Background: an optimization exercise with open tools, aiming at small area, a short achievable clock period and few clock cycles per item. Do not read the settings as production practice. Function was checked by simulation only, so behaviour that the tests miss may differ from the original.

## flow/design.v (module list and top-level ports; edited modules follow where they fit)
// module abacus_mac: 3352 lines
// module abacus_conv: 21 lines
// module abacus_section: 394 lines
module abacus_section (
    input  wire        clk,
    input  wire        rst,
    input  wire        start,
    output wire        ready,
    input  wire [2:0]  opc,
    input  wire [3:0]  shift,
    input  wire [1:0]  sub,
    input  wire [1:0]  aw,
    input  wire        limen,
    input  wire [31:0] opa,
    input  wire [31:0] opb,
    input  wire [31:0] gaina,
    input  wire [31:0] gainb,
    input  wire [31:0] b0,
    input  wire [31:0] b1,
    input  wire [31:0] b2,
    input  wire [31:0] a1,
    input  wire [31:0] a2,
    input  wire [31:0] limhi,
    input  wire [31:0] limlo,
    input  wire [31:0] aux,
    input  wire [31:0] st0,
    input  wire [31:0] st1,
    output reg         done,
    output reg  [31:0] y,
    output reg  [31:0] ns0,
    output reg  [31:0] ns1,
    output reg  [1:0]  ns_we,
    output reg  [2:0]  sat_cnt,
    output reg         divg
);
  // ...
==> flow/run.sh <==
#!/bin/bash
# synth_recipe.tcl (not shown) runs the flow's synth.tcl, then flattens the netlist and writes it again
# the make line also repeats each setting of config.mk as NAME=value (left out here)
make -C /OpenROAD-flow-scripts/flow DESIGN_CONFIG=/design/flow/config.mk WORK_HOME=/design/flow/orfs CLKGATE_MAP_FILE= SYNTH_SCRIPT=/design/flow/synth_recipe.tcl finish
==> flow/config.mk <==
export PLATFORM = sky130hd
export DESIGN_NAME = abacus_section
export DESIGN_NICKNAME = abacus_section
export VERILOG_FILES = /design/flow/design.v
export SDC_FILE = /design/flow/constraint.sdc
export NUM_CORES = 4
export LEC_CHECK = 0
export ABC_AREA = 1
export CAP_MARGIN = 20
export CORE_MARGIN = 2
export CORE_UTILIZATION = 30
export PLACE_DENSITY = 0.5
export SLEW_MARGIN = 20
==> flow/constraint.sdc <==
create_clock -name core_clock -period 30.0 [get_ports {clk}]
set_input_delay 6.0000 -clock core_clock [delete_from_list [all_inputs] [get_ports {clk}]]
set_output_delay 6.0000 -clock core_clock [all_outputs]
set_load 0.01 [all_outputs]
==> implementation parameters, run 1 <==
Parameter                              Value

Global route
  Congestion Overflow GR    0
  GR Layer Usage met2    0.518
  Antenna violations before repair    42

Timing
  Period utilization    0.445
  Number of setup violations in the final report    0

CTS
  Post-cts hold buffer count    0
  Post-CTS repair timing setup buffer count    0

Die
  FP Rows    209
  Standard cell core area    roughly 0.32 mm²

Layout
  Number of fillers in the final layout    approximately 35k
  Proportion of final cell area spent on non-clock buffers    0.0751
  Sequential standard cell area    around 0.019 mm²
  Multi-input logic area    roughly 0.07 mm²

Synthesis
  Share of synthesized flip-flops with an asynchronous set or reset    0
  Synth Area in Compound Gates    0.175
  Area fraction in and, or, nand and nor cells after synthesis    0.146

Setup path
  Dominant cell type by count on the critical path    sky130_fd_sc_hd__fa_1
  Kind of launch point of the worst setup path    flip-flop
  Count of buffer and inverter cells on the critical path    7

Drt
  DR DRC count    0
  Number of routed nets with antenna violations    0

Status
  Status  timing/DRC/antenna clean

Worst hold path
  Tightest Hold Check Type    flip-flop to flip-flop
  Number of cells traversed by the worst hold path    0

Placed design
  Dpl ws    between 15 and 20 ns
Testbench counts, summed over its fixed seeds: cycles 27,723, sections 8,000.
==> inputs of run 2 (changes only) <==
==> flow/flow/run.sh (new file) <==
#!/bin/bash
# The standard layout (standard.sh: the standard synthesis and the ORFS
# steps to finish), with one change: the port buffers that buffer_ports puts
# on every input and output are buf_2 cells rather than the larger
# clkdlybuf4s50_1 delay cells it picks by default. The layout's full output
# goes to standard.log in the work folder; ORFS keeps each step's own log
# under orfs/logs/.
set -euo pipefail
export BUFFER_PORTS_ARGS="-buffer_cell sky130_fd_sc_hd__buf_2"
bash standard.sh > standard.log 2>&1
==> flow/standard.sh (new file) <==
#!/bin/bash
# synth_recipe.tcl (not shown) runs the flow's synth.tcl, then flattens the netlist and writes it again
# the make line also repeats each setting of config.mk as NAME=value (left out here)
make -C /OpenROAD-flow-scripts/flow DESIGN_CONFIG=/design/flow/config.mk WORK_HOME=/design/flow/orfs CLKGATE_MAP_FILE= SYNTH_SCRIPT=/design/flow/synth_recipe.tcl "${@:-finish}"
removed: flow/run.sh
==> implementation parameters, run 2 <==
Parameter                              Value

CTS
  Number of buffers on the longest clock path    3
  Clock slew at reported path FFs    ~0.07 ns
  Number of buffers created by CTS    81
  Clock tree from TritonCTS    yes
  Post-cts hold buffer count    0 (unchanged)
  Post-CTS repair timing setup buffer count    0 (unchanged)
  Resize count post-CTS    0
  Clock H-tree levels    3
  Clock sink count    ~730
  CTS Root Buffer Type    sky130_fd_sc_hd__clkbuf_16
  Clk Latency, worst-skew pair    0.78 ns

Die
  Y dimension of the die    around 580 µm
  Standard cell core area    0.324 mm² (unchanged)
  Area enclosed by the die boundary    roughly 0.33 mm²
  Die width    between 500 and 600 µm
  FP Rows    209 (unchanged)
  Initial cell density of the core    0.302
  Num ports    567

Timing
  Max-slew violation total from the final report    0
  Highest Clock Rate    roughly 75 MHz
  Number of setup violations in the final report    0 (unchanged)
  Final hold violation count    0
  Clock period minus worst slack    approximately 13 ns
  Period utilization    0.444 (-0.000990)
  Final TNS setup    0 ns
  Slew of the pin with the lowest slew margin    between 1 and 1.5 ns
  Worst hold slack across all endpoints    between 0.3 and 0.4 ns
  Worst Skew    about 0.079 ns
  Max transition margin    0.115
  Unrepaired setup endpoints after global routing    no

Setup path
  Data required, critical path    a little over 30 ns
  Maximum fanout along the worst path    40
  Arrival @ worst endpoint    roughly 14 ns
  Delay of the slowest cell on the worst path    between 0.7 and 0.8 ns
  Kind of launch point of the worst setup path    flip-flop
  Kind of end point of the critical path    flip-flop
  Category of the most critical setup path    flip-flop to flip-flop
  Dominant cell type by count on the critical path    sky130_fd_sc_hd__nand2_1
  Slowest-stage cell, CP    sky130_fd_sc_hd__a21boi_0

Layout
  Total Nets Final    approximately 14k
  Area of all placed cells without fillers    between 0.1 and 0.15 mm²
  Commonest cells after routing, fill and taps aside    sky130_fd_sc_hd__nand2_1 (2054), sky130_fd_sc_hd__inv_1 (1359), sky130_fd_sc_hd__xor2_1 (1158)
  Share of layout cells above drive strength 1    0.106
  Number of standard cells in the layout, taps in and fillers out    approximately 17k
  Most frequent standard cell in the layout excluding fill and tap cells    sky130_fd_sc_hd__nand2_1
  Area added between synthesis and finish    11.9%
  Number of fillers in the final layout    34.8k (+0.81%)
  Share of the core filled with cells in the final layout    0.337

Drt
  Wire length after detailed routing    between 500000 and 600000 µm
  Number of vias in the routed layout    just under 100k
  First-pass iteration count of the detailed router    6
  DRC violation total after the first TritonRoute iteration    ~14k
  Detail Route met2 WL    240000 µm
  Ratio of routed vias to standard cells    about 5.9
  DR DRC count    0 (unchanged)
  Average wire per cell in the routed design    ~34 µm
  Met1 layer wirelength in the final routing    ~220000 µm
  Number of routed nets with antenna violations    0 (unchanged)
  Highest routing layer actually used    met5
  Met3 WL    approximately 73000 µm

Synthesis
  Top cells by count, synth    sky130_fd_sc_hd__nand2_1 (2057), sky130_fd_sc_hd__inv_1 (1384), sky130_fd_sc_hd__xor2_1 (1167), sky130_fd_sc_hd__o22ai_1 (1115), sky130_fd_sc_hd__fa_1 (1029)
  Nets in the synthesized netlist    around 14k
  Post-synth top area cell    sky130_fd_sc_hd__fa_1
  Post-Syn Area per Cell    8.00 µm²
  Share of synthesized flip-flops with an asynchronous set or reset    0 (unchanged)
  Synthesized netlist cell count    between 10k and 15k
  Proportion of synthesized chip area in sequential cells    0.196
  Area contributors post-synth    sky130_fd_sc_hd__fa_1 (21%), sky130_fd_sc_hd__edfxtp_1 (14%), sky130_fd_sc_hd__xor2_1 (10%)
  Number of register bits inferred by synthesis    728
  Count of warnings emitted by yosys    2
  Number of enable-type register cells in the synthesized netlist    around 460
  Area share of the largest cell type after synthesis    0.211
  Unique masters post-synth    69
  Summed instance area of the synthesized netlist    0.0978 mm²
  Top flip-flop cell by instance count after synthesis    sky130_fd_sc_hd__edfxtp_1
  Most frequent cell after synthesis    sky130_fd_sc_hd__nand2_1

Placed design
  Final HPWL DP    around 450000 µm
  Total placed instance area    between 0.1 and 0.15 mm²
  Buffers on Ports    roughly 570
  Placed instance count    around 17k
  Final RePlAce weighted congestion    roughly 1.1

Worst hold path
  Tightest Hold Check Type    flip-flop to flip-flop

Global route
  First-pass GRT wire length    between 700000 and 800000 µm
  Maximum number of pins on one net before global-route repair    around 160
  Overall global routing resource usage    0.341
  Antenna violations before repair    68 (+62%)
  Congestion Overflow GR    0 (unchanged)
  Via count of the first global-routing pass    about 94k

Flow run
  Max-cap check violation count    0

Status
  Status  timing/DRC/antenna clean
[run 2: cell counts after synthesis]
Identical to the previous run, type by type.
[run 2: area by class of cell]
class	instances	area [µm²]	share of cell area
clock buffers	99	2220	0.0203
multi-input cells	9257	70700	0.646
flip-flops and latches	728	19200	0.176
inverters	1431	5380	0.0492
well taps	4325	5410	0.0495
clock inverters	53	781	0.00713
repair buffers	934	5650	0.0517
diodes	42	105	0.000960
[run 2: final timing paths]
check                           startpoint        to  slack (ns)  cells after the start
worst max-delay path               r_b0[2]  r_b2[21]       16.68                     57
worst min-delay path              r_hi[17]   hi2[17]        0.34                      0
worst max register to register     r_b0[2]  r_b2[21]       16.68                     57
worst min register to register    r_hi[17]   hi2[17]        0.34                      0
[run 2: critical path, delay by kind of cell, from the launching register on]
| kind | cells | cell delay [ns] |
|---|---|---|
| AOI/OAI and AO/OA | 18 | 5.63 |
| buffers and inverters | 11 | 3.04 |
| and+or+nand+nor | 25 | 2.81 |
| adders and majority gates | 3 | 0.98 |
| DFF | 1 | 0.43 |
[run 2: through the flow]
stage	setup slack (ns)
4_1_cts	17.05
3_5_place_dp	17.13
5_1_grt	15.93
2_1_floorplan	17.06
6_report	16.68
3_3_place_gp	17.05
[run 2: cell families after synthesis]
kind of cell | after synthesis | share of synthesized area
buf+inv | 2240 | 0.0868
compound gates | 2953 | 0.175
simple gates | 3442 | 0.146
mux | 44 | 0.00490
flops | 728 | 0.196
xor+xnor | 1268 | 0.114
fa+ha+maj | 1550 | 0.277
[run 2: routing by layer]
layer / GRT usage / vias up
li1: - / 41417
met1: 0.429 / 48503
met2: 0.491 / 7480
met3: 0.112 / 1681
met4: 0.236 / 38
met5: 0.000574 / -
==> inputs of run 3 (changes only) <==
==> flow/flow/run.sh (replaced) <==
#!/bin/bash
# The standard layout (standard.sh: the standard synthesis and the ORFS
# steps to finish) at the design's clock and constraints, with two changes
# to how ORFS optimises it:
#  - the port buffers that buffer_ports puts on every input and output are
#    buf_2 cells rather than the larger clkdlybuf4s50_1 delay cells it picks
#    by default;
#  - ORFS's timing repair (repair_timing after floorplan, CTS and global
#    route) works on every path with less than 19 ns of setup slack, so the
#    resizer also speeds up the paths that set the achieved period.
# The layout's full output goes to standard.log in the work folder; ORFS
# keeps each step's own log under orfs/logs/.
set -euo pipefail
export BUFFER_PORTS_ARGS="-buffer_cell sky130_fd_sc_hd__buf_2"
export SETUP_SLACK_MARGIN=19
export TNS_END_PERCENT=20
bash standard.sh > standard.log 2>&1
==> implementation parameters, run 3 <==
Parameter                              Value

Layout
  Most frequent standard cell in the layout excluding fill and tap cells    sky130_fd_sc_hd__nand2_1
  Area of all placed cells without fillers    0.112 mm² (+2.6%)
  Share of layout cells above drive strength 1    0.128 (+0.0221)
  Commonest cells after routing, fill and taps aside    sky130_fd_sc_hd__nand2_1 (2041), sky130_fd_sc_hd__inv_1 (1348), sky130_fd_sc_hd__xor2_1 (1142)
  Sequential standard cell area    0.0192 mm² (+0.14%)
  Share of the core filled with cells in the final layout    0.346 (+0.00870)
  Total Nets Final    14.6k (+1.0%)
  Area added between synthesis and finish    14.7%
  Number of fillers in the final layout    34.8k (-0.15%)
  Number of standard cells in the layout, taps in and fillers out    17.0k (+0.94%)
  Multi-input logic area    0.0715 mm² (+1.2%)

Placed design
  Dpl ws    16.68 ns (-0.449 ns)
  Final HPWL DP    448000 µm (-0.22%)
  Placed instance count    16.7k (+0.0060%)
  Buffers on Ports    566 (unchanged)
  Total placed instance area    0.106 mm² (about the same)
  Final RePlAce weighted congestion    1.09 (+1.4%)

Global route
  Overall global routing resource usage    0.348 (+0.00696)
  Antenna violations before repair    73 (+7.4%)
  First-pass GRT wire length    802000 µm (+1.9%)
  Congestion Overflow GR    0 (unchanged)
  Maximum number of pins on one net before global-route repair    143 (-12%)
  Via count of the first global-routing pass    95.6k (+1.5%)

Synthesis
  Nets in the synthesized netlist    14.2k (unchanged)
  Area share of the largest cell type after synthesis    0.211 (unchanged)
  Number of enable-type register cells in the synthesized netlist    463 (unchanged)
  Post-Syn Area per Cell    8.00 µm² (unchanged)
  Parity-gate share of the synthesized area counting xor and xnor cells    0.114 (unchanged)
  Summed instance area of the synthesized netlist    0.0978 mm² (unchanged)
  Most frequent cell after synthesis    sky130_fd_sc_hd__nand2_1
  Adder-cell area share of the yosys netlist    0.277 (unchanged)
  Dominant combinational cell family by area after synthesis    adder cells
  Area contributors post-synth    sky130_fd_sc_hd__fa_1 (21%), sky130_fd_sc_hd__edfxtp_1 (14%), sky130_fd_sc_hd__xor2_1 (10%)
  Unique masters post-synth    69 (unchanged)
  Synth Area in Compound Gates    0.175 (unchanged)
  Count of warnings emitted by yosys    2 (unchanged)
  Area fraction in and, or, nand and nor cells after synthesis    0.146 (unchanged)
  Synthesized netlist cell count    12.2k (unchanged)
  Share of synthesized flip-flops with an asynchronous set or reset    0 (unchanged)
  Post-synth top area cell    sky130_fd_sc_hd__fa_1
  Proportion of synthesized chip area in sequential cells    0.196 (unchanged)
  Top flip-flop cell by instance count after synthesis    sky130_fd_sc_hd__edfxtp_1
  Number of register bits inferred by synthesis    728 (unchanged)
  Share of synthesized area spent on multiplexers    0.00490 (unchanged)
  Top cells by count, synth    sky130_fd_sc_hd__nand2_1 (2057), sky130_fd_sc_hd__inv_1 (1384), sky130_fd_sc_hd__xor2_1 (1167), sky130_fd_sc_hd__o22ai_1 (1115), sky130_fd_sc_hd__fa_1 (1029)

Drt
  Number of routed nets with antenna violations    0 (unchanged)
  Wire length after detailed routing    597000 µm (+2.6%)
  First-pass iteration count of the detailed router    7 (+1)
  Average wire per cell in the routed design    35.0 µm (+1.7%)
  Number of vias in the routed layout    101k (+2.4%)
  Ratio of routed vias to standard cells    5.96 (+1.4%)
  DRC violation total after the first TritonRoute iteration    15.6k (+8.1%)
  DR DRC count    0 (unchanged)

Setup path
  Origin of the worst setup path    start
  Flop2flop setup slack    18.95 ns (+2.27 ns)
  Data required, critical path    30.67 ns (+0.18 ns)
  Maximum fanout along the worst path    96 (+140%)
  Arrival @ worst endpoint    11.76 ns (-2.05 ns)
  Category of the most critical setup path    input port to flip-flop
  End of the worst register-to-register path    x1_r[2]
  Kind of cell with the highest combined delay on the critical path    simple AND/OR/NAND/NOR gates
  Cell Chain, Critical Path    buf_2 -> nand2_8 -> buf_4 -> nand2_1 -> nand2_1 -> inv_2 -> nand2_2 -> nand2_2 -> nand2_1 -> nor2_1 -> a21oi_2 -> ha_1 -> inv_1 -> nand3_1 -> nor2_1 -> nand3_1 -> nand2_1
  Dominant cell type by count on the critical path    sky130_fd_sc_hd__nand2_1
  Count of buffer and inverter cells on the critical path    4 (-7)
  Delay of the slowest cell on the worst path    0.84 ns (+0.09 ns)
  Slowest-stage cell, CP    sky130_fd_sc_hd__buf_4
  Kind of launch point of the worst setup path    input port
  Cells on worst reg2reg path    40 (-30%)
  FF-to-FF Start    r_b[3]
  Kind of end point of the critical path    flip-flop

Worst hold path
  Hold Path Sink    lo2[1]
  Number of cells traversed by the worst hold path    0 (unchanged)
  Worst hold start    r_lo[1]
  Tightest Hold Check Type    flip-flop to flip-flop

CTS
  Clock tree from TritonCTS    yes
  Clock slew at reported path FFs    0.07 ns (about the same)
  Clock sink count    728 (unchanged)
  CTS Root Buffer Type    sky130_fd_sc_hd__clkbuf_16
  Number of buffers created by CTS    81 (unchanged)
  Clk Latency, worst-skew pair    0.78 ns (about the same)
  Clock H-tree levels    3 (unchanged)
  Number of buffers on the longest clock path    3 (unchanged)

Timing
  Max-slew violation total from the final report    0 (unchanged)
  Unrepaired setup endpoints after global routing    yes
  Min setup slack post-route    18.91 ns (+2.23 ns)
  Period utilization    0.370 (-0.0744)
  Clock period minus worst slack    11.09 ns (-2.23 ns)
  Highest Clock Rate    90.2 MHz (+20%)
  Slew of the pin with the lowest slew margin    1.27 ns (-0.0551 ns)
  Final TNS setup    0 ns (unchanged)
  Worst hold slack across all endpoints    0.329 ns (-0.00783 ns)
  Final hold violation count    0 (unchanged)
  Max transition margin    0.146 (+0.0314)
  Number of setup violations in the final report    0 (unchanged)
  Worst Skew    0.0567 ns (-0.0222 ns)

Flow run
  Max-cap check violation count    0 (unchanged)

Status
  Status  timing/DRC/antenna clean

Die
  FP Rows    209 (unchanged)
  Die width    575 µm (unchanged)
  Standard cell core area    0.324 mm² (unchanged)
  Num ports    567 (unchanged)
  Y dimension of the die    575 µm (unchanged)
  Area enclosed by the die boundary    0.331 mm² (unchanged)
  Initial cell density of the core    0.302 (unchanged)
[run 3: cell counts after synthesis]
No cell type changed its count.
[run 3: layer usage]
metal / vias to the layer above / wire (µm) / global-route usage
met5: - / 384 / 0.00158
met4: 42 / 53100 / 0.248
met3: 1992 / 81000 / 0.125
met2: 8259 / 241000 / 0.495
met1: 49394 / 221000 / 0.433
li1: 41772 / - / -
[run 3: kinds of logic (layout without fill, tap and decap cells)]
group / Yosys count / count (layout)
and+or+nand+nor: 3442 / 3443
AOI/OAI and AO/OA: 2953 / 2953
xor gates and xnor gates: 1268 / 1268
muxes: 44 / 44
DFF: 728 / 728
other: 0 / 55
buffers and inverters: 2240 / 2662
adders and majority gates: 1550 / 1550
[run 3: worst max path at each step]
stage,to,slack [ns],cells after the start
floorplan,r_aw[0],20.10,6
global placement,x1_r[10],16.65,33
detailed placement,x1_r[10],16.68,33
CTS,r_b2[21],18.91,56
global route,r_b2[21],18.92,55
finish,c_ex[1],18.91,17
[run 3: cell type report]
class	count	share of cell area
Multi-Input combinational cell	9258	0.637
Sequential cell	728	0.171
Timing Repair Buffer	1078	0.0678
Inverter	1431	0.0489
Tap cell	4325	0.0482
Clock buffer	92	0.0193
Clock inverter	60	0.00587
Antenna cell	55	0.00123
Timing Repair inverter	1	0.0000446
[run 3: repair_timing]
action | 4_1_cts | 5_1_grt
resized for setup | 189 | 230
pin swaps | 9 | 20
cloned | 2 | 6
setup buffers | 64 | 76
endpoints found under the setup margin | 245 | 215
hold endpoints to repair | 0 | 0
hold buffers | 0 | 0
==> inputs of run 4 (changes only) <==
--- a/flow/flow/run.sh
+++ b/flow/flow/run.sh
@@ -6,12 +6,12 @@
 #    buf_2 cells rather than the larger clkdlybuf4s50_1 delay cells it picks
 #    by default;
 #  - ORFS's timing repair (repair_timing after floorplan, CTS and global
-#    route) works on every path with less than 19 ns of setup slack, so the
+#    route) works on every path with less than 20.5 ns of setup slack, so the
 #    resizer also speeds up the paths that set the achieved period.
 # The layout's full output goes to standard.log in the work folder; ORFS
 # keeps each step's own log under orfs/logs/.
 set -euo pipefail
 export BUFFER_PORTS_ARGS="-buffer_cell sky130_fd_sc_hd__buf_2"
-export SETUP_SLACK_MARGIN=19
-export TNS_END_PERCENT=20
+export SETUP_SLACK_MARGIN=20.5
+export TNS_END_PERCENT=30
 bash standard.sh > standard.log 2>&1
==> implementation parameters, run 4 <==
Parameter                              Value

Synthesis
  Post-synth top area cell    sky130_fd_sc_hd__fa_1
  Number of register bits inferred by synthesis    728 (unchanged)
  Most frequent cell after synthesis    sky130_fd_sc_hd__nand2_1
  Top flip-flop cell by instance count after synthesis    sky130_fd_sc_hd__edfxtp_1
  Post-Syn Area per Cell    8.00 µm² (unchanged)
  Proportion of synthesized chip area in sequential cells    0.196 (unchanged)
  Area share of the largest cell type after synthesis    0.211 (unchanged)
  Summed instance area of the synthesized netlist    0.0978 mm² (unchanged)
  Unique masters post-synth    69 (unchanged)
  Top cells by count, synth    sky130_fd_sc_hd__nand2_1 (2057), sky130_fd_sc_hd__inv_1 (1384), sky130_fd_sc_hd__xor2_1 (1167), sky130_fd_sc_hd__o22ai_1 (1115), sky130_fd_sc_hd__fa_1 (1029)
  Synthesized netlist cell count    12.2k (unchanged)
  Count of warnings emitted by yosys    2 (unchanged)
  Nets in the synthesized netlist    14.2k (unchanged)
  Number of enable-type register cells in the synthesized netlist    463 (unchanged)
  Share of synthesized flip-flops with an asynchronous set or reset    0 (unchanged)
  Area contributors post-synth    sky130_fd_sc_hd__fa_1 (21%), sky130_fd_sc_hd__edfxtp_1 (14%), sky130_fd_sc_hd__xor2_1 (10%)

Setup path
  Data required, critical path    30.65 ns (-0.02 ns)
  Delay of the slowest cell on the worst path    0.65 ns (-0.19 ns)
  Flop2flop setup slack    19.95 ns (+1.00 ns)
  Kind of launch point of the worst setup path    flip-flop
  Dominant cell type by count on the critical path    sky130_fd_sc_hd__fa_2
  Cells on worst reg2reg path    49 (+23%)
  Kind of end point of the critical path    flip-flop
  End of the worst register-to-register path    c_ex[14]
  Arrival @ worst endpoint    10.70 ns (-1.06 ns)
  Maximum fanout along the worst path    8 (-92%)
  Category of the most critical setup path    flip-flop to flip-flop
  End of the critical path    c_ex[14]
  Slowest-stage cell, CP    sky130_fd_sc_hd__fa_2
  Origin of the worst setup path    r_a2[19]
  FF-to-FF Start    r_a2[19]

Timing
  Clock period minus worst slack    10.05 ns (-1.03 ns)
  Final hold violation count    0 (unchanged)
  Slew of the pin with the lowest slew margin    1.31 ns (+0.0381 ns)
  Unrepaired setup endpoints after global routing    yes
  Final TNS setup    0 ns (unchanged)
  Worst Skew    0.0661 ns (+0.00948 ns)
  Max-slew violation total from the final report    0 (unchanged)
  Period utilization    0.335 (-0.0344)
  Number of setup violations in the final report    0 (unchanged)
  Highest Clock Rate    99.5 MHz (+10%)
  Max transition margin    0.119 (-0.0276)

Layout
  Commonest cells after routing, fill and taps aside    sky130_fd_sc_hd__nand2_1 (1943), sky130_fd_sc_hd__inv_1 (1315), sky130_fd_sc_hd__xor2_1 (1117)
  Area added between synthesis and finish    21.1%
  Most frequent standard cell in the layout excluding fill and tap cells    sky130_fd_sc_hd__nand2_1
  Number of fillers in the final layout    34.1k (-1.9%)
  Share of layout cells above drive strength 1    0.175 (+0.0471)
  Total Nets Final    14.8k (+1.5%)
  Share of the core filled with cells in the final layout    0.365 (+0.0191)

Status
  Status  timing/DRC/antenna clean

Global route
  Maximum number of pins on one net before global-route repair    88 (-38%)
  Overall global routing resource usage    0.360 (+0.0125)
  Congestion Overflow GR    0 (unchanged)
  Via count of the first global-routing pass    98.0k (+2.5%)
  First-pass GRT wire length    828000 µm (+3.2%)
  Antenna violations before repair    71 (-2.7%)

Flow run
  Max-cap check violation count    0 (unchanged)

CTS
  Number of buffers created by CTS    78 (-3.7%)
  CTS Root Buffer Type    sky130_fd_sc_hd__clkbuf_16
  Number of buffers on the longest clock path    3 (unchanged)
  Clock sink count    728 (unchanged)
  Clk Latency, worst-skew pair    0.74 ns (-0.04 ns)
  Clock H-tree levels    3 (unchanged)
  Clock slew at reported path FFs    0.07 ns (about the same)
  Clock tree from TritonCTS    yes
  Post-cts hold buffer count    0 (unchanged)

Placed design
  Final RePlAce weighted congestion    1.11 (+1.8%)
  Final HPWL DP    449000 µm (+0.25%)
  Buffers on Ports    566 (unchanged)

Die
  Standard cell core area    0.324 mm² (unchanged)
  Num ports    567 (unchanged)
  Initial cell density of the core    0.302 (unchanged)
  Y dimension of the die    575 µm (unchanged)
  FP Rows    209 (unchanged)
  Die width    575 µm (unchanged)
  Area enclosed by the die boundary    0.331 mm² (unchanged)

Drt
  Ratio of routed vias to standard cells    5.99 (+0.54%)
  Number of vias in the routed layout    103k (+1.7%)
  Number of routed nets with antenna violations    0 (unchanged)
  First-pass iteration count of the detailed router    9 (+2)
  Average wire per cell in the routed design    35.7 µm (+1.9%)
  DRC violation total after the first TritonRoute iteration    15.6k (-0.59%)
  DR DRC count    0 (unchanged)
  Wire length after detailed routing    616000 µm (+3.2%)

Worst hold path
  Tightest Hold Check Type    flip-flop to flip-flop
run 4: timing repair:
| action | 4_1_cts | 5_1_grt |
|---|---|---|
| setup buffers | 274 | 53 |
| gates resized for setup | 1032 | 185 |
| cloned | 45 | 4 |
| endpoints found under the setup margin | 298 | 247 |
| pin swaps | 170 | 108 |
run 4: how the worst min path moves through the flow:
stage	from	endpoint	slack, ns	depth (start not counted)
final	r_hi[20]	hi2[20]	0.33	0
after global routing	r_lo[28]	lo2[28]	0.34	0
after CTS	r_lo[28]	lo2[28]	0.34	0
after detailed placement	r_hi[5]	hi2[5]	0.33	0
after global placement	r_hi[20]	hi2[20]	0.32	0
after floorplan	r_hi[0]	hi2[0]	0.32	0
run 4: worst max-delay path, delay by kind of cell, from the launching register on:
family | cells | cell delay [ns]
compound gates | 15 | 2.55
xor+xnor | 1 | 0.19
fa+ha+maj | 8 | 3.42
buf+inv | 10 | 1.21
flops | 1 | 0.53
simple gates | 15 | 2.02
run 4: cells by family (layout without fill, tap and decap cells):
kind of cell,count (synthesis),in the layout,synth area share
flip-flops,728,728,0.196
XOR/XNOR,1268,1268,0.114
multiplexers,44,44,0.00490
other,0,52,0
AND/OR/NAND/NOR,3442,3445,0.146
AO/OA/AOI/OAI,2953,2953,0.175
buffers and inverters,2240,2867,0.0868
adder cells (fa/ha/maj),1550,1550,0.277
run 4: final cells by class:
type	count	area, µm²	share of cell area
clock inverters	48	656	0.00553
repair inverters	1	7.51	0.0000634
clock buffers	95	2090	0.0176
flip-flops and latches	728	19300	0.163
repair buffers	1292	11100	0.0941
diodes	52	130	0.00110
well taps	4325	5410	0.0457
inverters	1431	5580	0.0471
multi-input cells	9260	74200	0.626
run 4: per-stage QoR:
stage,cells,cell area (µm²),hold WS [ns],setup WS [ns]
floorplan,12225,97800,0.323,20.22
global placement,16658,106000,0.324,16.23
detailed placement,16658,106000,0.327,16.34
CTS,17120,117000,0.336,20.23
global route,17205,118000,0.340,19.75
finish,17232,118000,0.330,19.95
run 4: per-layer routing:
layer | share of wire | track usage
met1 | 0.37 | 0.445
met2 | 0.40 | 0.513
met3 | 0.13 | 0.129
met4 | 0.094 | 0.267
met5 | 0.00094 | 0.00316
==> inputs of run 5 (changes only) <==
--- a/flow/flow/run.sh
+++ b/flow/flow/run.sh
@@ -13,5 +13,5 @@
 set -euo pipefail
 export BUFFER_PORTS_ARGS="-buffer_cell sky130_fd_sc_hd__buf_2"
 export SETUP_SLACK_MARGIN=20.5
-export TNS_END_PERCENT=30
+export TNS_END_PERCENT=10
 bash standard.sh > standard.log 2>&1
==> implementation parameters, run 5 <==
Parameter                              Value

Status
  Status  timing/DRC/antenna clean

Synthesis
  Unique masters post-synth    69 (unchanged)
  Number of enable-type register cells in the synthesized netlist    463 (unchanged)
  Proportion of synthesized chip area in sequential cells    0.196 (unchanged)
  Top cells by count, synth    sky130_fd_sc_hd__nand2_1 (2057), sky130_fd_sc_hd__inv_1 (1384), sky130_fd_sc_hd__xor2_1 (1167), sky130_fd_sc_hd__o22ai_1 (1115), sky130_fd_sc_hd__fa_1 (1029)
  Top flip-flop cell by instance count after synthesis    sky130_fd_sc_hd__edfxtp_1
  Post-Syn Area per Cell    8.00 µm² (unchanged)
  Area share of the largest cell type after synthesis    0.211 (unchanged)
  Post-synth top area cell    sky130_fd_sc_hd__fa_1
  Nets in the synthesized netlist    14.2k (unchanged)
  Most frequent cell after synthesis    sky130_fd_sc_hd__nand2_1
  Summed instance area of the synthesized netlist    0.0978 mm² (unchanged)
  Area contributors post-synth    sky130_fd_sc_hd__fa_1 (21%), sky130_fd_sc_hd__edfxtp_1 (14%), sky130_fd_sc_hd__xor2_1 (10%)
  Count of warnings emitted by yosys    2 (unchanged)
  Share of synthesized flip-flops with an asynchronous set or reset    0 (unchanged)
  Number of register bits inferred by synthesis    728 (unchanged)
  Synthesized netlist cell count    12.2k (unchanged)

Die
  Y dimension of the die    575 µm (unchanged)
  FP Rows    209 (unchanged)
  Initial cell density of the core    0.302 (unchanged)
  Standard cell core area    0.324 mm² (unchanged)
  Num ports    567 (unchanged)
  Die width    575 µm (unchanged)
  Area enclosed by the die boundary    0.331 mm² (unchanged)

Global route
  Via count of the first global-routing pass    97.9k (-0.11%)
  Overall global routing resource usage    0.361 (+0.000514)
  Antenna violations before repair    72 (+1.4%)
  First-pass GRT wire length    829000 µm (about the same)
  Congestion Overflow GR    0 (unchanged)
  Maximum number of pins on one net before global-route repair    88 (unchanged)

Timing
  Final hold violation count    0 (unchanged)
  Highest Clock Rate    98.4 MHz (-1.0%)
  Clock period minus worst slack    10.16 ns (+0.107 ns)
  Worst Skew    0.0692 ns (+0.00309 ns)
  Period utilization    0.339 (+0.00355)
  Number of setup violations in the final report    0 (unchanged)
  Slew of the pin with the lowest slew margin    1.33 ns (+0.0200 ns)
  Max transition margin    0.105 (-0.0135)
  Final TNS setup    0 ns (unchanged)
  Max-slew violation total from the final report    0 (unchanged)
  Unrepaired setup endpoints after global routing    yes

Setup path
  Slowest-stage cell, CP    sky130_fd_sc_hd__fa_1
  Maximum fanout along the worst path    17 (+9)
  Arrival @ worst endpoint    10.79 ns (+0.09 ns)
  Delay of the slowest cell on the worst path    0.68 ns (+0.03 ns)
  Dominant cell type by count on the critical path    sky130_fd_sc_hd__fa_1
  Kind of end point of the critical path    flip-flop
  Category of the most critical setup path    flip-flop to flip-flop
  Kind of launch point of the worst setup path    flip-flop
  Data required, critical path    30.63 ns (-0.02 ns)

Layout
  Share of layout cells above drive strength 1    0.175 (-0.000782)
  Number of fillers in the final layout    34.1k (-0.047%)
  Area added between synthesis and finish    21.1% (about the same)
  Area of all placed cells without fillers    0.118 mm² (about the same)
  Most frequent standard cell in the layout excluding fill and tap cells    sky130_fd_sc_hd__nand2_1
  Commonest cells after routing, fill and taps aside    sky130_fd_sc_hd__nand2_1 (1947), sky130_fd_sc_hd__inv_1 (1311), sky130_fd_sc_hd__xor2_1 (1116)
  Number of standard cells in the layout, taps in and fillers out    17.2k (+0.081%)
  Total Nets Final    14.8k (+0.041%)

CTS
  Clock slew at reported path FFs    0.07 ns (about the same)
  Number of buffers created by CTS    78 (unchanged)
  Clock H-tree levels    3 (unchanged)
  Post-cts hold buffer count    0 (unchanged)
  Number of buffers on the longest clock path    3 (unchanged)
  Clock tree from TritonCTS    yes
  Clock sink count    728 (unchanged)
  Clk Latency, worst-skew pair    0.73 ns (about the same)
  CTS Root Buffer Type    sky130_fd_sc_hd__clkbuf_16

Drt
  Number of vias in the routed layout    104k (+0.35%)
  Wire length after detailed routing    617000 µm (+0.19%)
  First-pass iteration count of the detailed router    9 (unchanged)
  Ratio of routed vias to standard cells    6.01 (+0.27%)
  Number of routed nets with antenna violations    0 (unchanged)
  DR DRC count    0 (unchanged)
  DRC violation total after the first TritonRoute iteration    16.4k (+5.3%)
  Average wire per cell in the routed design    35.8 µm (+0.11%)

Worst hold path
  Tightest Hold Check Type    flip-flop to flip-flop

Placed design
  Buffers on Ports    566 (unchanged)
  Placed instance count    16.7k (unchanged)
  Final HPWL DP    449000 µm (unchanged)
  Total placed instance area    0.106 mm² (unchanged)
  Final RePlAce weighted congestion    1.11 (unchanged)

Flow run
  Max-cap check violation count    0 (unchanged)
-- run 5: cell counts after synthesis --
Identical to the previous run, type by type.
-- run 5: repair_timing --
action | CTS | global route
setup endpoints to repair | 298 | 249
gates resized for setup | 1007 | 182
pin swaps | 166 | 104
buffers inserted | 272 | 58
cloned | 45 | 7
-- run 5: layout make-up --
cell class,count,area (µm²),area share
Clock inverter,48,656,0.00553
Clock buffer,95,2090,0.0176
Inverter,1431,5590,0.0472
Timing Repair Buffer,1298,11200,0.0949
Sequential cell,728,19300,0.163
Tap cell,4325,5410,0.0457
Multi-Input combinational cell,9260,74100,0.625
Timing Repair inverter,1,7.51,0.0000634
Antenna cell,60,150,0.00127
-- run 5: cell families after synthesis --
group | after synthesis | share of synthesized area
AO/OA/AOI/OAI | 2953 | 0.175
XOR/XNOR | 1268 | 0.114
adder cells (fa/ha/maj) | 1550 | 0.277
buffers and inverters | 2240 | 0.0868
flip-flops | 728 | 0.196
multiplexers | 44 | 0.00490
AND/OR/NAND/NOR | 3442 | 0.146
-- run 5: final timing paths --
| check | depth (start not counted) | endpoint | startpoint | slack, ns |
|---|---|---|---|---|
| hold / removal | 0 | hi2[20] | r_hi[20] | 0.33 |
| hold reg to reg | 0 | hi2[20] | r_hi[20] | 0.33 |
| setup reg to reg | 40 | c_ex[10] | r_b[1] | 19.84 |
| setup / recovery | 40 | c_ex[10] | r_b[1] | 19.84 |
-- run 5: routing by layer --
metal	vias to the layer above	routed length, µm	GRT usage
li1	42189	-	-
met1	50641	226000	0.445
met2	8541	250000	0.515
met3	2183	84700	0.130
met4	42	56300	0.264
met5	-	517	0.00588
-- run 5: metrics by stage --
step                       util  hold slack, ns  worst slack (ns)
after floorplan               -           0.323             20.22
after global placement    0.327           0.324             16.23
after detailed placement  0.327           0.327             16.34
after CTS                 0.361           0.336             20.23
after global routing      0.365           0.340             19.71
final                     0.365           0.332             19.84
-- run 5: critical path, delay by kind of cell, from the launching register on --
family                   cells  cell delay [ns]
AND/OR/NAND/NOR             13             2.28
buffers and inverters       10             1.70
AO/OA/AOI/OAI                6             0.86
adder cells (fa/ha/maj)      9             4.34
flip-flops                   1             0.31
XOR/XNOR                     2             0.49
==> inputs of run 6 (changes only) <==
--- a/flow/flow/run.sh
+++ b/flow/flow/run.sh
@@ -6,12 +6,12 @@
 #    buf_2 cells rather than the larger clkdlybuf4s50_1 delay cells it picks
 #    by default;
 #  - ORFS's timing repair (repair_timing after floorplan, CTS and global
-#    route) works on every path with less than 20.5 ns of setup slack, so the
+#    route) works on every path with less than 22 ns of setup slack, so the
 #    resizer also speeds up the paths that set the achieved period.
 # The layout's full output goes to standard.log in the work folder; ORFS
 # keeps each step's own log under orfs/logs/.
 set -euo pipefail
 export BUFFER_PORTS_ARGS="-buffer_cell sky130_fd_sc_hd__buf_2"
-export SETUP_SLACK_MARGIN=20.5
-export TNS_END_PERCENT=10
+export SETUP_SLACK_MARGIN=22
+export TNS_END_PERCENT=40
 bash standard.sh > standard.log 2>&1
==> implementation parameters, run 6 <==
Parameter                              Value

Drt
  First-pass iteration count of the detailed router    8 (-1)
  Wire length after detailed routing    625000 µm (+1.4%)
  DR DRC count    0 (unchanged)
  Ratio of routed vias to standard cells    5.98 (-0.42%)
  DRC violation total after the first TritonRoute iteration    15.7k (-4.4%)
  Number of routed nets with antenna violations    1 (+1)
  Number of vias in the routed layout    105k (+0.89%)
  Average wire per cell in the routed design    35.8 µm (about the same)

CTS
  Number of buffers created by CTS    83 (+6.4%)
  Number of buffers on the longest clock path    3 (unchanged)
  Post-cts hold buffer count    0 (unchanged)
  Clock sink count    728 (unchanged)
  Clock tree from TritonCTS    yes
  Clock slew at reported path FFs    0.07 ns (about the same)
  Clock H-tree levels    3 (unchanged)
  CTS Root Buffer Type    sky130_fd_sc_hd__clkbuf_16
  Clk Latency, worst-skew pair    0.75 ns (+0.02 ns)

Setup path
  Kind of launch point of the worst setup path    flip-flop
  Slowest-stage cell, CP    sky130_fd_sc_hd__fa_2
  Kind of cell with the highest combined delay on the critical path    adder cells
  Origin of the worst setup path    x1_r[21]
  Count of buffer and inverter cells on the critical path    7 (-3)
  FF-to-FF Start    x1_r[21]
  Kind of end point of the critical path    flip-flop
  Category of the most critical setup path    flip-flop to flip-flop
  Dominant cell type by count on the critical path    sky130_fd_sc_hd__fa_1
  Arrival @ worst endpoint    10.62 ns (-0.17 ns)
  Maximum fanout along the worst path    32 (+15)
  Delay of the slowest cell on the worst path    0.60 ns (-0.08 ns)
  Data required, critical path    30.55 ns (-0.08 ns)

Timing
  Clock period minus worst slack    10.06 ns (-0.0979 ns)
  Final TNS setup    0 ns (unchanged)
  Number of setup violations in the final report    0 (unchanged)
  Max-slew violation total from the final report    0 (unchanged)
  Unrepaired setup endpoints after global routing    yes
  Final hold violation count    0 (unchanged)
  Highest Clock Rate    99.4 MHz (+0.97%)
  Max transition margin    0.0842 (-0.0209)
  Period utilization    0.335 (-0.00326)
  Slew of the pin with the lowest slew margin    1.37 ns (+0.0454 ns)
  Worst Skew    0.0513 ns (-0.0179 ns)

Layout
  Total Nets Final    15.0k (+1.6%)
  Area added between synthesis and finish    26.8%
  Commonest cells after routing, fill and taps aside    sky130_fd_sc_hd__nand2_1 (1827), sky130_fd_sc_hd__inv_1 (1295), sky130_fd_sc_hd__xor2_1 (1116)
  Number of fillers in the final layout    33.8k (-1.1%)
  Share of layout cells above drive strength 1    0.222 (+0.0477)
  Sequential standard cell area    0.0193 mm² (+0.13%)
  Most frequent standard cell in the layout excluding fill and tap cells    sky130_fd_sc_hd__nand2_1
  Multi-input logic area    0.0771 mm² (+4.1%)

Synthesis
  Proportion of synthesized chip area in sequential cells    0.196 (unchanged)
  Number of register bits inferred by synthesis    728 (unchanged)
  Synthesized netlist cell count    12.2k (unchanged)
  Top flip-flop cell by instance count after synthesis    sky130_fd_sc_hd__edfxtp_1
  Area contributors post-synth    sky130_fd_sc_hd__fa_1 (21%), sky130_fd_sc_hd__edfxtp_1 (14%), sky130_fd_sc_hd__xor2_1 (10%)
  Share of synthesized flip-flops with an asynchronous set or reset    0 (unchanged)
  Post-Syn Area per Cell    8.00 µm² (unchanged)
  Number of enable-type register cells in the synthesized netlist    463 (unchanged)
  Area share of the largest cell type after synthesis    0.211 (unchanged)
  Unique masters post-synth    69 (unchanged)
  Post-synth top area cell    sky130_fd_sc_hd__fa_1
  Most frequent cell after synthesis    sky130_fd_sc_hd__nand2_1
  Count of warnings emitted by yosys    2 (unchanged)
  Top cells by count, synth    sky130_fd_sc_hd__nand2_1 (2057), sky130_fd_sc_hd__inv_1 (1384), sky130_fd_sc_hd__xor2_1 (1167), sky130_fd_sc_hd__o22ai_1 (1115), sky130_fd_sc_hd__fa_1 (1029)
  Summed instance area of the synthesized netlist    0.0978 mm² (unchanged)
  Nets in the synthesized netlist    14.2k (unchanged)

Die
  FP Rows    209 (unchanged)
  Num ports    567 (unchanged)
  Area enclosed by the die boundary    0.331 mm² (unchanged)
  Y dimension of the die    575 µm (unchanged)
  Initial cell density of the core    0.302 (unchanged)
  Standard cell core area    0.324 mm² (unchanged)
  Die width    575 µm (unchanged)

Global route
  Met1 track utilization from global routing    0.452 (+0.00636)
  Antenna violations before repair    55 (-24%)
  GR Layer Usage met2    0.515 (about the same)
  Met3 Usage GRT    0.128 (-0.00170)
  Maximum number of pins on one net before global-route repair    98 (+11%)
  Busiest layer in global routing    met2
  Overall global routing resource usage    0.360 (about the same)
  Congestion Overflow GR    0 (unchanged)
  First-pass GRT wire length    827000 µm (-0.19%)
  Via count of the first global-routing pass    98.1k (+0.24%)

Worst hold path
  Tightest Hold Check Type    flip-flop to flip-flop
  Worst hold start    r_lo[17]

Placed design
  Final RePlAce weighted congestion    1.06 (-4.1%)
  Final HPWL DP    451000 µm (+0.50%)
  Buffers on Ports    566 (unchanged)

Status
  Layout checks that failed      antenna rules
  Status    complete, but fails checks

Flow run
  Max-cap check violation count    0 (unchanged)
## run 6: cell counts after synthesis
Identical to the previous run, type by type.
## run 6: final cells by class
class | instances | area share
multi-input cells | 9265 | 0.621
flip-flops and latches | 728 | 0.155
repair buffers | 1517 | 0.110
inverters | 1431 | 0.0456
well taps | 4325 | 0.0436
clock buffers | 98 | 0.0175
clock inverters | 56 | 0.00516
diodes | 49 | 0.000988
repair inverters | 5 | 0.000313
## run 6: path summary, 6_finish.rpt
check                           cells after the start      end  slack (ns)
worst max-delay path                               37     lov2       19.94
worst min-delay path                                0  lo2[17]        0.33
worst max register to register                     37     lov2       19.94
worst min register to register                      0  lo2[17]        0.33
## run 6: kinds of logic (layout without fill, tap and decap cells)
kind of cell	Yosys count	in the layout	share of synthesized area
AO/OA/AOI/OAI	2953	2953	0.175
XOR/XNOR	1268	1268	0.114
adder cells (fa/ha/maj)	1550	1550	0.277
buffers and inverters	2240	3107	0.0868
flip-flops	728	728	0.196
multiplexers	44	44	0.00490
other	0	49	0
AND/OR/NAND/NOR	3442	3450	0.146
## run 6: stage by stage
step                cells   util  setup slack, ns  hold slack [ns]  area, µm²
floorplan           12225      -            21.41            0.323      99600
global placement    16657  0.330            17.15            0.325     107000
detailed placement  16657  0.331            17.16            0.327     107000
CTS                 17199  0.367            20.33            0.333     119000
global route        17437  0.382            19.98            0.342     124000
finish              17474  0.383            19.94            0.333     124000
## run 6: routing by layer
metal	part of all wire	vias up
li1	-	42730
met4	0.087	24
met5	0.00066	-
met3	0.14	1988
met2	0.41	8497
met1	0.37	51284
## run 6: what timing repair did
action / in CTS / in global routing
pin swaps: 251 / 250
buffers inserted: 342 / 202
endpoints found under the setup margin: 572 / 558
cloned: 46 / 23
gates resized for setup: 1274 / 622
endpoints found under the hold margin: 0 / 0

-- afterwards: timing with drivers on the ports --
The flow's constraints put no driver on any port. The routed layouts listed below were extracted and timed again, unchanged, in two steps.
Step 1 (the two cells are an assumption about what drives the block):
set clk [get_ports {clk}]
set_driving_cell -lib_cell sky130_fd_sc_hd__clkbuf_16 $clk
set_driving_cell -lib_cell sky130_fd_sc_hd__buf_2 [delete_from_list [all_inputs] $clk]
Step 2 adds t to the input delays and takes it off the output delays; t is the mean of the earliest and latest rising clock arrival at the registers after step 1. Input paths then give back, and output paths get back, about the clock's delay inside the block.
Three values: ideal ports, drivers, drivers and shift; two values: the first two.
| run | t, ns | setup slack, ns | worst setup path after step 2 | worst register clock-pin slew, ns | cell pins on the clock port's net |
|---|---|---|---|---|---|
| run 1 | 0.816 | 16.651 / 16.651 / 16.651 | register to register | 0.11 / 0.11 | 1 |
| run 2 | 0.834 | 16.681 / 16.681 / 16.681 | register to register | 0.10 / 0.10 | 1 |
| run 3 | 0.842 | 18.915 / 18.949 / 18.145 | input to register | 0.08 / 0.08 | 1 |
| run 4 | 0.810 | 19.947 / 19.947 / 19.259 | input to register | 0.08 / 0.08 | 1 |
| run 5 | 0.800 | 19.840 / 19.840 / 19.165 | input to register | 0.08 / 0.08 | 1 |
| run 6 | 0.830 | 19.938 / 19.938 / 19.938 | register to register | 0.07 / 0.07 | 1 |
The setup slack of run 3, which loses most, moves by +0.034 ns with the drivers and by -0.770 ns with both steps.
